Background: an optimization exercise with open tools, aiming at small area, a short achievable clock period and few clock cycles. Do not read the settings as production practice.
The RTL was checked by simulation tests, not by an equivalence proof against the original design.
Power is estimated from default activity; no workload was simulated.

==> flow/design.v <==
module rcu_tile_coder (
    input  wire        clk,
    input  wire        rst_n,
    input  wire        cfg_valid,
    output wire        cfg_ready,
    input  wire [5:0]  cfg_tw,
    input  wire [5:0]  cfg_th,
    input  wire        cfg_p2,
    input  wire        in_valid,
    output wire        in_ready,
    input  wire [24:0] in_data,
    output wire        out_valid,
    input  wire        out_ready,
    output wire [31:0] out_data,
    output wire        out_last,
    output wire [15:0] out_nbits
);
    integer n;
    reg        ca_v, cp_v;
    reg [5:0]  ca_tw, ca_th, cp_tw, cp_th;
    reg        ca_p2, cp_p2;
    assign cfg_ready = ~cp_v;
    wire cfg_fire = cfg_valid & ~cp_v;
    wire stall;
    wire adv = ~stall;
    reg        v0;
    reg [24:0] x0;
    reg        isk_v;
    reg [24:0] isk_d;
    assign in_ready = ~isk_v;
    wire in_fire = in_valid & ~isk_v;
    wire s0_take = adv | ~v0;
    reg [4:0]  ci, cj;
    reg [5:0]  wp;
    wire [6:0] len7   = ca_p2 ? {ca_tw, 1'b0} : {1'b0, ca_tw};      
    wire       top0   = ca_p2 ? (ci[4:1] == 4'd0) : (ci == 5'd0);
    wire       left0  = ca_p2 ? (cj[4:1] == 4'd0) : (cj == 5'd0);
    wire [6:0] jp     = {2'b0, cj} + (ca_p2 ? 7'd2 : 7'd1);
    wire       runok0 = (jp < {1'b0, ca_tw});
    wire       lcol0  = ({1'b0, cj} == ca_tw - 6'd1);
    wire       lrow0  = ({1'b0, ci} == ca_th - 6'd1);
    wire       tlast0 = lcol0 & lrow0;
    wire [1:0] ctx0   = ca_p2 ? {ci[0], cj[0]} : 2'b00;
    wire [6:0] wpx    = {1'b0, wp} + 7'd1;
    wire [5:0] wp_nx  = (wpx == len7) ? 6'd0 : wpx[5:0];
    wire [6:0] rpx    = {1'b0, wp} + (ca_p2 ? 7'd2 : 7'd1);
    wire [6:0] rpw    = rpx - len7;
    wire [5:0] rp0    = (rpx >= len7) ? rpw[5:0] : rpx[5:0];
    wire go0 = adv & v0;             
    always @(posedge clk) begin
        if (!rst_n) begin
            v0    <= 1'b0;
            isk_v <= 1'b0;
        end else if (s0_take) begin
            v0    <= isk_v | in_fire;
            isk_v <= 1'b0;
        end else if (in_fire) begin
            isk_v <= 1'b1;
        end
        if (s0_take)
            x0 <= isk_v ? isk_d : in_data;
        if (!s0_take && in_fire)
            isk_d <= in_data;
    end
    always @(posedge clk) begin
        if (!rst_n) begin
            ca_v <= 1'b0;
            cp_v <= 1'b0;
            ci   <= 5'd0;
            cj   <= 5'd0;
            wp   <= 6'd0;
        end else begin
            if (!ca_v || (go0 && tlast0)) begin
                if (cp_v) begin
                    ca_v  <= 1'b1;
                    ca_tw <= cp_tw;
                    ca_th <= cp_th;
                    ca_p2 <= cp_p2;
                    cp_v  <= 1'b0;
                end else begin
                    ca_v  <= cfg_fire;
                    ca_tw <= cfg_tw;
                    ca_th <= cfg_th;
                    ca_p2 <= cfg_p2;
                end
            end else if (cfg_fire) begin
                cp_v  <= 1'b1;
                cp_tw <= cfg_tw;
                cp_th <= cfg_th;
                cp_p2 <= cfg_p2;
            end
            if (go0) begin
                if (tlast0) begin
                    ci <= 5'd0;
                    cj <= 5'd0;
                    wp <= 6'd0;
                end else begin
                    wp <= wp_nx;
                    if (lcol0) begin
                        cj <= 5'd0;
                        ci <= ci + 5'd1;
                    end else begin
                        cj <= cj + 5'd1;
                    end
                end
            end
        end
    end
    reg [24:0] lb [0:63];
    always @(posedge clk) begin
        for (n = 0; n < 64; n = n + 1)
            if (go0 && wp == n)
                lb[n] <= x0;
    end
    reg        v1;
    reg [24:0] s1;
    reg        top1, left1, runok1, lcol1, tlast1, p2_1;
    reg [1:0]  ctx1;
    reg [5:0]  rp1;
    always @(posedge clk) begin
        if (!rst_n)
            v1 <= 1'b0;
        else if (adv)
            v1 <= v0;
        if (adv) begin
            s1     <= x0;
            top1   <= top0;
            left1  <= left0;
            runok1 <= runok0;
            lcol1  <= lcol0;
            tlast1 <= tlast0;
            p2_1   <= ca_p2;
            ctx1   <= ctx0;
            rp1    <= rp0;
        end
    end
    reg [24:0] d1;
    always @(*) begin
        d1 = 25'd0;
        for (n = 0; n < 64; n = n + 1)
            if (rp1 == n)
                d1 = d1 | lb[n];
    end
    reg [24:0] ha1, ha2, hd1, hd2, hd3, hd4;
    wire go1 = adv & v1;
    always @(posedge clk) begin
        if (go1) begin
            ha1 <= s1;
            ha2 <= p2_1 ? ha1 : s1;
            hd1 <= d1;
            hd2 <= p2_1 ? hd1 : d1;
            hd3 <= hd2;
            hd4 <= p2_1 ? hd3 : hd2;
        end
    end
    wire signed [24:0] a = ha2;
    wire signed [24:0] b = hd2;
    wire signed [24:0] c = hd4;
    wire signed [24:0] d = d1;
    wire signed [24:0] s = s1;
    wire lt_ab = a < b;
    wire lt_ca = c < a;
    wire lt_ac = a < c;
    wire lt_cb = c < b;
    wire lt_bc = b < c;
    wire c_ge_mx = lt_ab ? ~lt_cb : ~lt_ca;      
    wire c_le_mn = lt_ab ? ~lt_ac : ~lt_bc;      
    wire [24:0] grad = a + b - c;                
    reg [24:0] pred;
    always @(*) begin
        if (top1 && left1)
            pred = 25'd0;
        else if (top1)
            pred = a;
        else if (left1)
            pred = b;
        else if (c_ge_mx)
            pred = lt_ab ? a : b;
        else if (c_le_mn)
            pred = lt_ab ? b : a;
        else
            pred = grad;
    end
    wire [25:0] e1 = {s[24], s} - {pred[24], pred};
    reg        run_act;
    reg [5:0]  run_len;
    wire run_start = ~top1 & ~left1 & runok1 & (a == b) & (b == c) & (c == d);
    wire in_run    = run_act | run_start;
    wire run_hit   = in_run & (s == a);
    wire run_end   = in_run & (~run_hit | lcol1);
    wire run_go    = in_run & run_hit & ~lcol1;
    wire [5:0] run_r = run_hit ? run_len + 6'd1 : run_len;
    always @(posedge clk) begin
        if (!rst_n) begin
            run_act <= 1'b0;
            run_len <= 6'd0;
        end else if (go1) begin
            run_act <= run_go;
            run_len <= run_go ? run_r : 6'd0;
        end
    end
    reg        v2;
    reg [25:0] e2;
    reg [24:0] s2;
    reg [1:0]  ctx2;
    reg        tlast2, hc2, he2;
    reg [5:0]  w2;
    always @(posedge clk) begin
        if (!rst_n)
            v2 <= 1'b0;
        else if (adv)
            v2 <= v1;
        if (adv) begin
            e2     <= e1;
            s2     <= s1;
            ctx2   <= ctx1;
            tlast2 <= tlast1;
            hc2    <= ~run_hit;
            he2    <= run_end;
            w2     <= run_r + 6'd4;
        end
    end
    reg [22:0] cam1 [0:3];
    reg [5:0]  cn   [0:3];
    wire        sgn  = e2[25];
    wire [25:0] m2   = {e2[24:0], 1'b0} ^ {26{sgn}};      
    wire [24:0] u2   = e2[24:0] ^ {25{sgn}};              
    wire        clip = (|u2[24:16]) | (sgn & (&u2[15:0]));
    wire [15:0] xe   = clip ? 16'hFFFF : u2[15:0];
    wire        xc   = sgn & ~clip;
    wire [22:0] ar   = cam1[ctx2];
    wire [5:0]  nr   = cn[ctx2];
    wire [22:0] asum = ar + {7'd0, xe} + {22'd0, xc};
    wire        halve = (nr == 6'd63);
    wire [22:0] anew = halve ? {1'b0, asum[22:1]} : asum;
    wire [5:0]  nnew = halve ? 6'd32 : nr + 6'd1;
    always @(posedge clk) begin
        if (!rst_n) begin
            for (n = 0; n < 4; n = n + 1) begin
                cam1[n] <= 23'd3;
                cn[n]   <= 6'd1;
            end
        end else if (adv && v2) begin
            if (tlast2) begin
                for (n = 0; n < 4; n = n + 1) begin
                    cam1[n] <= 23'd3;
                    cn[n]   <= 6'd1;
                end
            end else if (hc2) begin
                cam1[ctx2] <= anew;
                cn[ctx2]   <= nnew;
            end
        end
    end
    reg [23:0] tk;
    always @(*) begin
        for (n = 0; n < 24; n = n + 1)
            tk[n] = ((ar >> n) >= {17'd0, nr});
    end
    wire [24:0] koh = {tk, 1'b1} & ~{1'b0, tk};    
    reg  [4:0]  k2;
    reg         esc2;
    reg  [4:0]  q2;
    wire [29:0] m2p = {4'd0, m2};
    always @(*) begin
        k2 = 5'd0;
        esc2 = 1'b0;
        q2 = 5'd0;
        for (n = 0; n < 25; n = n + 1)
            if (koh[n]) begin
                k2   = k2 | n[4:0];
                esc2 = esc2 | ((m2 >> n) >= 26'd24);
                q2   = q2 | m2p[n +: 5];
            end
    end
    wire [5:0] l2 = esc2 ? 6'd49 : {1'b0, q2} + {1'b0, k2} + 6'd1;
    reg        v3;
    reg [24:0] pm3;       
    reg [4:0]  k3;        
    reg [5:0]  l3;
    reg        esc3, tlast3, hc3, he3;
    reg [5:0]  w3;
    always @(posedge clk) begin
        if (!rst_n) begin
            v3  <= 1'b0;
            he3 <= 1'b0;
            l3  <= 6'd1;
        end else if (adv) begin
            v3 <= v2;
            if (v2) begin
                he3 <= he2;
                l3  <= l2;
            end
        end
        if (adv && v2) begin
            pm3    <= esc2 ? s2 : {1'b0, m2[23:0]};
            k3     <= esc2 ? 5'd25 : k2;
            esc3   <= esc2;
            tlast3 <= tlast2;
            hc3    <= hc2;
            w3     <= w2;
        end
    end
    reg [48:0] code3;
    always @(*) begin
        for (n = 0; n < 49; n = n + 1) begin
            if (n < 25 && n < k3)
                code3[n] = pm3[n < 25 ? n : 0];
            else
                code3[n] = (n < l3) && !(n == k3 && !esc3);
        end
    end
    reg        eg_done;
    reg [47:0] acc;       
    reg [5:0]  fill;
    reg        flushing;
    reg [15:0] nb;
    reg        out_v, sk_v;
    reg [31:0] out_d, sk_d;
    reg        out_l, sk_l;
    reg [15:0] out_nb, sk_nb;
    wire        egp   = he3 & ~eg_done;
    wire [3:0]  eglen = w3[5] ? 4'd9 : w3[4] ? 4'd7 : w3[3] ? 4'd5 : 4'd3;
    wire [5:0]  plen  = egp ? {2'd0, eglen} : l3;
    wire [48:0] piece = egp ? {43'd0, w3} : code3;
    wire        hasp  = v3 & (he3 | hc3);
    wire        finp  = egp ? ~hc3 : 1'b1;           
    wire        tfin  = tlast3 & finp;               
    wire [6:0]  tot   = {1'b0, fill} + {1'b0, plen};
    wire        room  = ~sk_v;
    wire        accept = hasp & ~flushing & room & (tot <= 7'd80);
    wire        drain  = ~accept & room & (flushing | fill[5]);
    wire [6:0]  sa    = 7'd80 - tot;
    wire [79:0] shp   = {31'd0, piece & {49{accept}}} << sa;
    wire [79:0] win   = {acc, 32'd0} | shp;
    wire [6:0]  teff  = accept ? tot : {1'b0, fill};
    wire        ge32  = (teff >= 7'd32);
    wire        emit  = accept ? (ge32 | tfin) : drain;
    wire        wlast = accept ? (tfin & ~(teff > 7'd32)) : (flushing & ~(teff > 7'd32));
    wire [15:0] nbsum = nb + {10'd0, plen};
    wire [15:0] nbo   = accept ? nbsum : nb;
    wire [31:0] word  = win[79:48];
    wire [6:0]  tsub  = teff - 7'd32;
    assign stall = v3 & ~(~hasp | (accept & finp));
    always @(posedge clk) begin
        if (!rst_n) begin
            eg_done  <= 1'b0;
            acc      <= 48'd0;
            fill     <= 6'd0;
            flushing <= 1'b0;
            nb       <= 16'd0;
        end else begin
            if (accept)
                eg_done <= egp & hc3;
            if (emit) begin
                acc  <= win[47:0];
                fill <= ge32 ? tsub[5:0] : 6'd0;
            end else begin
                acc  <= win[79:32];
                fill <= teff[5:0];
            end
            if (accept && tfin && teff > 7'd32)
                flushing <= 1'b1;
            else if (emit && wlast)
                flushing <= 1'b0;
            if (emit && wlast)
                nb <= 16'd0;
            else if (accept)
                nb <= nbsum;
        end
    end
    always @(posedge clk) begin
        if (!rst_n) begin
            out_v <= 1'b0;
            sk_v  <= 1'b0;
        end else if (!out_v || out_ready) begin
            out_v <= sk_v | emit;
            sk_v  <= 1'b0;
        end else if (emit) begin
            sk_v  <= 1'b1;
        end
        if (!out_v || out_ready) begin
            if (sk_v) begin
                out_d  <= sk_d;
                out_l  <= sk_l;
                out_nb <= sk_nb;
            end else if (emit) begin
                out_d  <= word;
                out_l  <= wlast;
                out_nb <= nbo;
            end
        end else if (emit) begin
            sk_d  <= word;
            sk_l  <= wlast;
            sk_nb <= nbo;
        end
    end
    assign out_valid = out_v;
    assign out_data  = out_d;
    assign out_last  = out_l;
    assign out_nbits = out_nb;
endmodule
==> flow/run.sh <==
#!/bin/bash
# synth_recipe.tcl (not shown) runs the flow's synth.tcl, then flattens the netlist and writes it again
# the make line also repeats each setting of config.mk as NAME=value (left out here)
make -C /OpenROAD-flow-scripts/flow DESIGN_CONFIG=/design/flow/config.mk WORK_HOME=/design/flow/orfs CLKGATE_MAP_FILE= SYNTH_SCRIPT=/design/flow/synth_recipe.tcl finish
==> flow/config.mk <==
export PLATFORM = sky130hd
export DESIGN_NAME = rcu_tile_coder
export DESIGN_NICKNAME = rcu_tile_coder
export VERILOG_FILES = /design/flow/design.v
export SDC_FILE = /design/flow/constraint.sdc
export NUM_CORES = 4
export LEC_CHECK = 0
export CAP_MARGIN = 20
export CORE_MARGIN = 2
export CORE_UTILIZATION = 40
export PLACE_DENSITY = 0.6
export SLEW_MARGIN = 20
==> flow/constraint.sdc <==
create_clock -name core_clock -period 20.0 [get_ports {clk}]
set_input_delay 4.0000 -clock core_clock [delete_from_list [all_inputs] [get_ports {clk}]]
set_output_delay 4.0000 -clock core_clock [all_outputs]
set_load 0.01 [all_outputs]
==> flow_summary.json <==
{
  "hp-class": "reg -> reg",
  "fin_crit_ps": 7703,
  "avgSynthCellArea_um2": 13.16,
  "leakage_nw": 44.33,
  "dieWidth_um": 520.8,
  "dr.pass1.iters": 7,
  "cts_tree": "built",
  "syn_nets": 8503,
  "start_util": 0.4027,
  "first_global_vias": 74910,
  "dieArea_um2": 271300,
  "final_common_cell": "edfxtp_1",
  "tns_ps": 0,
  "numCtsBuffers": 242,
  "dp_hpwl_um": 262900,
  "global_route.overflow_total": 0,
  "finalCritPeriodShare": 0.3851,
  "yosysTopAreaCell": "edfxtp_1",
  "vdd_drop_max_mv": 0.08773,
  "whs_ps": 366.6,
  "grt_max_degree": 107,
  "viasPerCell": 6.666,
  "synth_cells": 8116,
  "ctsHoldBuffers": 0,
  "place_congestion": 0.9313,
  "clkTransAtPathRegs_ps": 60,
  "fmax_mhz": 129.8,
  "skew_ps": 140.5,
  "slew_violations": 0,
  "antenna_found_initial": 45,
  "post_cts_buffers": 0,
  "setup_violations": 0,
  "drt_iter0_drc": 14620,
  "power_per_cell_area_nw_per_um2": 95.05,
  "syn_area_um2": 106800,
  "critPathLaunchType": "register",
  "fp.coreArea_um2": 265300,
  "htree_levels": 4,
  "synth_edf_count": 2180,
  "cts_resized": 0,
  "yosys_most_used_dff": "edfxtp_1",
  "final_cell_mix": "edfxtp_1, and3_1, nor2_1, nand2_1, ha_1",
  "drive_gt1_frac": 0.1232,
  "synth.distinct_cells": 97,
  "tightest_slew_ps": 1280,
  "seq_area_frac_synth": 0.6339,
  "syn_to_final_growth_pct": 13.39,
  "crit_type": "reg -> reg",
  "status": "timing/DRC/antenna clean",
  "synth-seq-cells": 2293,
  "grt_setup_unrepaired": "no",
  "p_total_w": 0.01152,
  "critPathMaxFanout": 29,
  "critPathArrivalTime_ps": 8460,
  "fp.dieH_um": 520.8,
  "io-pin-count": 95,
  "clk_path_buf_depth": 4,
  "grt_pass1_wl_um": 597500,
  "clock_sink_count": 2293,
  "hold_violations": 0,
  "yosysTopAreaCellShare": 0.6127,
  "drc": 0,
  "drv_cap": 0,
  "portBuffers": 94,
  "routed-via-count": 79780,
  "nets": 8608,
  "rows": 189,
  "slew-limit-headroom": 0.1436,
  "ant_nets": 0,
  "cts_root_buffer": "clkbuf_16",
  "grt_use_total": 0.3106,
  "routed_wl_um": 432800,
  "synth-warning-count": 2,
  "clk_latency_ps": 980,
  "routedWlPerCell_um": 36.17,
  "synthArstFlopShare": 0,
  "yosys-top-cells-area": "edfxtp_1, and3_1, ha_1, dfxtp_1, a2111oi_0",
  "required_ps": 20760,
  "endpoint_kind": "register"
}
[where the power goes]
part / switching, W / leakage (nW) / total [W] / internal [W]
clock: 0.00195 / 3.76 / 0.00449 / 0.00254
sequential: 0.000103 / 20.9 / 0.00545 / 0.00535
combinational: 0.00110 / 19.6 / 0.00157 / 0.000474
total: 0.00315 / 44.3 / 0.0115 / 0.00836
[synth_stat cells (86+ instances only)]
master,instances
a32o_1,86
o21ai_0,205
nand4_1,140
ha_1,311
xnor2_1,134
nor2_1,505
mux2i_1,86
nand2_1,355
a21oi_1,246
dfxtp_1,113
nand3_1,135
a2111oi_0,225
edfxtp_1,2180
clkbuf_1,490
a21o_1,148
and3_1,778
a221oi_1,166
inv_1,278
mux2_2,158
o22ai_1,87
nor3_1,96
[per-layer routing]
metal	vias to the layer above	part of all wire	GRT usage	wire length (um)
met5	-	0.00049	0	211
met4	20	0.075	0.1855	32310
met3	1566	0.13	0.08517	57510
met2	6370	0.44	0.4743	189700
met1	39550	0.35	0.3947	153100
li1	32280	-	-	-
[metrics by stage]
step                cell area [um^2]  setup slack, ps    util  std cells
finish                        121100            12300  0.4566      11970
global route                  121100            11980  0.4564      11950
CTS                           121100            12310  0.4563      11940
detailed placement            113400            12330  0.4273      11510
global placement              113400            12320  0.4273      11510
floorplan                     106800            12290       -       8116
[logic make-up after synthesis]
logic type,share of synthesized area
adders and majority gates,0.04260
muxes,0.03282
DFF,0.6339
buffers and inverters,0.02908
xor gates and xnor gates,0.01664
AOI/OAI and AO/OA,0.1236
and+or+nand+nor,0.1214
[area by class of cell]
| cell class | count | area, um^2 |
|---|---|---|
| clock buffers | 294 | 6291 |
| inverters | 280 | 1060 |
| clock inverters | 139 | 1414 |
| well taps | 3533 | 4420 |
| diodes | 24 | 60.06 |
| flip-flops and latches | 2293 | 67730 |
| fillers | 23610 | 144200 |
| repair buffers | 397 | 3273 |
| multi-input cells | 5007 | 36900 |
[critical path: stages (launching register included)]
cell,delay (ps)
dfxtp_2,310
buf_4,500
mux4_2,660
inv_1,780
ha_1,380
a21o_1,160
a21o_1,170
a21o_1,180
a21o_1,180
a211oi_1,850
nor2_1,440
a221oi_1,390
a21oi_1,70
a211oi_1,780
o211ai_1,240
or2_2,340
ha_1,260
nor2b_1,120
o21ai_0,150
nand2b_1,110
a21o_1,190
a21oi_1,160
a31oi_1,90
[registers in the layout, indices dropped and copies added, names as in the netlist, 24 cells and up, named ones only]
name	count
pm3	25
out_d	32
cn	24
ha2	25
cam1	92
s2	25
s1	25
hd3	25
x0	25
hd1	25
hd2	25
hd4	25
ha1	25
lb	1600
e2	26
isk_d	25
acc	48
sk_d	32
[worst paths after layout]
check / startpoint / end / slack [ps] / cells past startpoint
max: register / l3[5] / 12300 / 22
max reg2reg: register / l3[5] / 12300 / 22
min reg2reg: tlast1 / tlast2 / 370 / 0
min: tlast1 / tlast2 / 370 / 0
Testbench counts, summed over its fixed seeds: cycles 114,191.

-- re-timing with driven ports --
No port has a modelled driver above. Below, the same layout with a new extraction and two added sets of constraints.
Step 1 sets driving cells, clkbuf_16 on the clock port and buf_2 on the other inputs (assumed; they add their load-dependent delay and slew).
Step 2 also shifts input and output timing later by t, the mid clock arrival at the registers, as if the neighbouring blocks saw the same clock.
Three values: no drivers, after step 1, after step 2; two values: the first two.
t (ns): 1.004
setup slack, ns: 12.297 / 12.297 / 12.297
hold WS [ns]: 0.367 / 0.367 / 0.367
clock arrival spread, ns: 0.141 / 0.142
slew at the worst register clock pin (ns): 0.08 / 0.08
After both steps setup and hold are still met in this run. For this run, drivers alone change the setup slack by 0.000 ns; drivers and shift together by 0.000 ns.
